From an optimization exercise on the open Yosys and OpenROAD flow, aimed at small area, a short achievable clock period and few clock cycles; shortcuts taken in it are not production practice.
Only simulation tests tie the RTL to the original design; equivalence was not proved.
No activity file was given, so power comes from the tool's default toggle rates.

## acd_axu
module acd_axu (
    input  wire        clk,
    input  wire        rst,           
    input  wire        in_valid,
    output wire        in_ready,
    input  wire [31:0] in_insn,       
    input  wire [31:0] in_a,          
    input  wire [31:0] in_b,          
    output reg         out_valid,
    output reg         out_wr,        
    output reg         out_illegal,   
    output reg  [7:0]  out_flags,     
    output reg  [31:0] out_data       
);
    localparam DC  = 16;   
    localparam DCW = 4;
    localparam DD  = 8;    
    localparam DDW = 3;
    integer k;
    reg        i0_v;
    reg [31:0] i0_insn, i0_a, i0_b;
    reg        i0_mulhu;
    reg        rdy;
    wire m_free;                       
    assign in_ready = rdy;
    wire take   = in_valid && rdy;
    wire i0_ld  = !i0_v || m_free;     
    always @(posedge clk) begin
        if (i0_ld) begin
            i0_insn  <= in_insn;
            i0_a     <= in_a;
            i0_b     <= in_b;
            i0_mulhu <= (in_insn[31:26] == 6'h0B) && (in_insn[9:0] == 10'h002);
        end
        if (rst)
            i0_v <= 1'b0;
        else if (i0_ld)
            i0_v <= take;
    end
    wire [5:0] d_op = i0_insn[31:26];
    wire [9:0] d_fn = i0_insn[9:0];
    wire d_fas = |i0_insn[19:18];
    wire d_fra = |i0_insn[17:14];
    wire d_frb = |i0_insn[13:10];
    wire d_md  = (d_op == 6'h0B);
    wire d_acc = (d_op == 6'h18);
    wire d_mul   = d_md && d_fn == 10'h000;
    wire d_mulh  = d_md && d_fn == 10'h001;
    wire d_mulhu = d_md && d_fn == 10'h002;
    wire d_divu  = d_md && d_fn == 10'h003;
    wire d_remu  = d_md && d_fn == 10'h004;
    wire d_isqrt = d_md && d_fn == 10'h005;
    wire d_mac  = d_acc && d_fn == 10'h000;
    wire d_msu  = d_acc && d_fn == 10'h001;
    wire d_mpy  = d_acc && d_fn == 10'h002;
    wire d_clr  = d_acc && d_fn == 10'h003;
    wire d_add  = d_acc && d_fn == 10'h004;
    wire d_sub  = d_acc && d_fn == 10'h005;
    wire d_mov  = d_acc && d_fn == 10'h006;
    wire d_sum  = d_acc && d_fn == 10'h007;
    wire d_neg  = d_acc && d_fn == 10'h008;
    wire d_abs  = d_acc && d_fn == 10'h009;
    wire d_sqrt = d_acc && d_fn == 10'h00A;
  ...
For scale: about 1,600 flip-flops, roughly 140 I/O pins, roughly 140,000 µm² of cells after synthesis.
export LEC_CHECK = 0
export ABC_AREA = 1
export CAP_MARGIN = 50
export CORE_MARGIN = 2
export CORE_UTILIZATION = 52
export SETUP_SLACK_MARGIN = 5
export SLEW_MARGIN = 60
export TNS_END_PERCENT = 5
create_clock -name core_clock -period 16.0 [get_ports {clk}]
standard.sh (not shown) runs the stock make flow with config.mk's settings and CLKGATE_MAP_FILE= SYNTH_SCRIPT=/design/flow/synth_recipe.tcl, a recipe that flattens the netlist after the stock synthesis.
==> flow/flow/run.sh <==
#!/bin/bash
set -uo pipefail
bash standard.sh synth > synth.log 2>&1 || exit 1
for u in 52 45 38; do
    if bash standard.sh SETUP_SLACK_MARGIN=11 CORE_UTILIZATION=$u finish > layout_u$u.log 2>&1; then
        exit 0
    fi
    bash standard.sh clean_floorplan clean_place clean_cts clean_route clean_finish > clean_u$u.log 2>&1
done
exit 1
Testbench counts at the start, summed over its fixed seeds: cycles 13,439.
Then changed:
--- a/flow/flow/run.sh
+++ b/flow/flow/run.sh
@@ -3,3 +3,3 @@
 bash standard.sh synth > synth.log 2>&1 || exit 1
-for u in 52 45 38; do
+for u in 57 50 43; do
     if bash standard.sh SETUP_SLACK_MARGIN=11 CORE_UTILIZATION=$u finish > layout_u$u.log 2>&1; then
Settings changed: CAP_MARGIN 50 to 30, CORE_UTILIZATION 52 to 57, SLEW_MARGIN 60 to 20.
What happened: Design area drops by 0.68%; power came out higher by 1.9%; combinational power rose by about 3%; register-to-register slack got worse by 0.12 ns; routed wire length is about the same; clock skew goes up by 0.012 ns; non-clock buffer count goes up by 10; sequential share of layout area went up by 0.17 points; sequential power barely changes; worst hold slack loses 0.015 ns.
Then changed:
--- a/flow/flow/run.sh
+++ b/flow/flow/run.sh
@@ -3,3 +3,3 @@
 bash standard.sh synth > synth.log 2>&1 || exit 1
-for u in 57 50 43; do
+for u in 52 45 38; do
     if bash standard.sh SETUP_SLACK_MARGIN=11 CORE_UTILIZATION=$u finish > layout_u$u.log 2>&1; then
Settings changed: CORE_UTILIZATION 57 to 52.
After rerunning:
- wire length hardly moves
- area after synthesis does not change
- sequential cell count stays the same
- global-route usage grows by 3.3 points
Then changed:
Settings changed: CAP_MARGIN 30 to 40, SLEW_MARGIN 20 to 40.
Result:
- power climbs by 0.63%
- global-route usage came out lower by 0.83 points
- count of clock-buffer cells in the layout climbs by 4
- area after synthesis is unchanged
- core utilization is higher by 0.11 points
- die area is unchanged
- final area is about the same

-- port drivers added, routing unchanged --
How much do the figures lean on ideal ports? The routed layouts below were timed once more, with nothing changed but the port constraints.
Step 1 assumes that a clkbuf_16 drives the clock port and a buf_2 every other input.
Step 2 also shifts input and output timing later by t, the mid clock arrival at the registers, as if the neighbouring blocks saw the same clock.
Three values: ideal, step 1, step 2; two values: the first two.
| run | t (ns) | slack for setup (ns) | worst setup path after step 2 | pins driven straight from the clock port |
|---|---|---|---|---|
| the first run | 1.036 | 10.365 / 10.365 / 10.365 | register to register | 1 |
| the second run | 1.042 | 10.250 / 10.250 / 10.250 | register to register | 1 |
| the third run | 1.032 | 10.154 / 10.154 / 10.154 | register to register | 1 |
| the fourth run | 1.048 | 10.273 / 10.273 / 10.273 | register to register | 1 |
After both steps every run listed still meets setup and hold.
